Background: an optimization exercise with open tools, aiming at small area, a short achievable clock period and few clock cycles per item. Do not read the settings as production practice.

build 54:
// mx_narrow
module mx_narrow (
    input  wire        clk,
    input  wire        rst,
    input  wire        in_valid,
    output wire        in_ready,
    input  wire [31:0] in_data,
    input  wire [3:0]  in_fmt,
    output wire        out_valid,
    input  wire        out_ready,
    output wire [7:0]  out_elem,
    output wire [7:0]  out_scale,
    output wire        out_last
);
Size in the first run: roughly 59 I/O pins.
clock: 18.0 ns
lec_check: 0
cap_margin: 20
core_margin: 2
core_utilization: 65
cts_buf_list: sky130_fd_sc_hd__clkbuf_8 sky130_fd_sc_hd__clkbuf_16
cts_cluster_diameter: 60
cts_cluster_size: 24
place_density: 0.75
slew_margin: 20
standard.sh (not shown) runs the stock make flow with config.mk's settings and CLKGATE_MAP_FILE= SYNTH_SCRIPT=/design/flow/synth_recipe.tcl, a recipe that flattens the netlist after the stock synthesis.
==> flow/flow/run.sh <==
#!/bin/bash
# Standard ORFS layout, with timing repair asked to leave extra setup slack.
set -euo pipefail
bash standard.sh SETUP_SLACK_MARGIN=13.5 BUFFER_PORTS_ARGS=-buffer_cell\ sky130_fd_sc_hd__buf_1 finish > standard_make.log 2>&1
#### Input delta (build 62 over build 54)
diff --git a/flow/design.v b/flow/design.v
--- a/flow/design.v
+++ b/flow/design.v
@@ -88,45 +88,35 @@
     wire in_fire    = in_valid & in_rdy;
     wire completing = in_fire & (wj == 5'd31);
     reg [31:0] s1_d;
     reg        s1_v;
     reg        s1_int;     
     reg [2:0]  ff;         
     wire [2:0] in_fc = (in_fmt >= 4'd4 && in_fmt <= 4'd8) ? in_fmt[2:0] - 3'd4 : 3'd6;
     wire        p_sg = s1_d[31];
     wire [7:0]  p_e  = s1_d[30:23];
     wire [22:0] p_m  = s1_d[22:0];
     wire        s1_mnz = |p_m;
-    reg [7:0] f_mc;  reg f_n;  reg f_inf;         
+    reg [7:0] f_mc;  reg f_n;                     
     reg [7:0] c_mc;  reg c_n;  reg [2:0] c_f;     
     reg [7:0] d_mc;  reg d_n;  reg [2:0] d_f;     
     wire [7:0] in_e   = in_data[30:23];
     wire       in_e1  = &in_e;
     wire       in_mnz = |in_data[22:0];
     wire       in_nan = in_e1 & in_mnz;
-    wire       in_inf = in_e1 & ~in_mnz;
+    wire [7:0] in_eff = in_e1 ? (in_mnz ? 8'd0 : 8'd254) : in_e;
     wire [7:0] t_em   = {4'd0, f_emax(ff)};
     wire [7:0] t_cm   = ((wj == 5'd1) & (t_em > f_mc)) ? t_em : f_mc;
-    wire [7:0] k_g = in_e & ~t_cm;
-    wire [7:0] k_e = ~(in_e ^ t_cm);
-    wire       k_g10 = k_g[7] | (k_e[7] & k_g[6]);   wire k_e10 = k_e[7] & k_e[6];
-    wire       k_g32 = k_g[5] | (k_e[5] & k_g[4]);   wire k_e32 = k_e[5] & k_e[4];
-    wire       k_g54 = k_g[3] | (k_e[3] & k_g[2]);   wire k_e54 = k_e[3] & k_e[2];
-    wire       k_g76 = k_g[1] | (k_e[1] & k_g[0]);
-    wire       k_ga  = k_g10 | (k_e10 & k_g32);      wire k_ea = k_e10 & k_e32;
-    wire       k_gb  = k_g54 | (k_e54 & k_g76);
-    wire       k_gt  = k_ga | (k_ea & k_gb);
-    wire       t_sel  = (wj == 5'd0) | (~in_e1 & k_gt);
-    wire [7:0] new_mc = t_sel ? (in_e & {8{~in_e1}}) : t_cm;
+    wire       t_gt   = in_e1 ? (~in_mnz & (t_cm != 8'd255) & (t_cm != 8'd254)) : (in_e > t_cm);
+    wire [7:0] new_mc = ((wj == 5'd0) | t_gt) ? in_eff : t_cm;
     wire       new_n  = in_nan | (f_n & (wj != 5'd0));
-    wire       new_inf = in_inf | (f_inf & (wj != 5'd0));
     wire [4:0] p_g = {|p_m[22:19], |p_m[18:15], |p_m[14:11], |p_m[10:7], |p_m[6:5]};
     wire       p_sub = |p_g;      
     wire [4:0] p_gh = p_g & ~{1'b0, p_g[4], |p_g[4:3], |p_g[4:2], |p_g[4:1]};
     wire [7:0] p_w  = ({8{p_gh[4]}} & p_m[22:15]) | ({8{p_gh[3]}} & p_m[18:11]) |
                       ({8{p_gh[2]}} & p_m[14:7])  | ({8{p_gh[1]}} & p_m[10:3])  |
                       ({8{p_gh[0]}} & {p_m[6:0], 1'b0});
     wire       p_ws = (p_gh[4] & |p_m[14:0]) | (p_gh[3] & |p_m[10:0]) |
                       (p_gh[2] & |p_m[6:0])  | (p_gh[1] & |p_m[2:0]);
     wire [2:0] p_gi = {p_gh[0], p_gh[2] | p_gh[1], p_gh[3] | p_gh[1]};
     wire [3:0] p_lh = p_w[7:4] & ~{1'b0, p_w[7], |p_w[7:6], |p_w[7:5]};
     wire [3:0] p_f  = ({4{p_lh[3]}} & p_w[6:3]) | ({4{p_lh[2]}} & p_w[5:2]) |
@@ -260,26 +250,25 @@
     wire       r01 = (ph2 == wj)   & (~(dv & (rj != 5'd31)) | (wj != rj_1));
     wire       r10 = (ph2 == wj_1) & ((wj == 5'd31) ? (wj_1 != rj) : (~dv | (wj_1 != rj)));
     wire       r11 = (ph2 == wj_1) & ((wj == 5'd31) ? (wj != rj) : (~(dv & (rj != 5'd31)) | (wj != rj)));
     wire       rdy_n = in_fire ? (rd ? r11 : r10) : (rd ? r01 : r00);
     always @(posedge clk) begin
         s1_d     <= {in_data[31:17], in_fire ? in_data[16:0] : ring_top};
         s1_int   <= ~f_is_fp((wj == 5'd0) ? in_fc : ff);
         if (in_fire & (wj == 5'd0)) ff <= in_fc;
         if (in_fire) begin
             f_mc <= new_mc;
             f_n  <= new_n;
-            f_inf <= new_inf;
         end
         if (completing) begin
-            c_mc <= new_inf ? 8'd254 : new_mc;
+            c_mc <= new_mc;
             c_n  <= new_n;
             c_f  <= ff;
         end
         if (rd) begin
             a0_sg    <= ring_rd[16];
             a0_e     <= r_ea;
             a0_lo    <= r_lo;
             a0_h     <= r_h;
             a0_nan   <= r_nan;
             a0_first <= (rj == 5'd0);
             a0_last  <= (rj == 5'd31);
Results
- Looking at termination of the worst setup path, the c_mc[6] result is from build 54; the c_mc[3] one comes from build 62.
- Higher per-instance average area after synthesis goes to build 54 over build 62.
- Diff build 54 -> build 62: met3 demand-to-capacity share in global routing went down by 0.52 points, buffer levels on the longest clock path now sits at about the same level.
- Between build 54 and build 62, the data required time at the worst endpoint is lower for build 62.
- Build 62 gives more peak clock frequency supported by timing than build 54 did.
- Biggest cell delay along the critical path: build 62 vs build 54 — no meaningful difference
- Setup slack: build 62 more than build 54
- Between build 54 and build 62, the sequential cell count of the final layout does not differ in any meaningful way.
No functional check of the RTL was part of any run of this note.

[separate check: timing with driven ports]
The flow's constraints put no driver on any port. The routed layouts listed below were extracted and timed again, unchanged, in two steps.
Step 1, drivers: a clkbuf_16 drives clk and a buf_2 each remaining input, both assumed.
Step 2 adds t to the input delays and takes it off the output delays; t is the mean of the earliest and latest rising clock arrival at the registers after step 1. Input paths then give back, and output paths get back, about the clock's delay inside the block.
a / b / c = ideal ports / drivers / drivers and shift; a / b = the first two.
| run | t (ns) | setup slack, ns | latest minus earliest clock arrival (ns) | cell pins on the clock port's net |
|---|---|---|---|---|
| build 54 | 0.599 | 13.116 / 13.148 / 12.549 | 0.050 / 0.051 | 1 |
| build 62 | 0.593 | 13.188 / 13.196 / 12.602 | 0.028 / 0.027 | 1 |
After both steps every run listed still meets setup and hold. For build 62, which loses most, drivers alone change the setup slack by +0.008 ns; drivers and shift together by -0.586 ns.
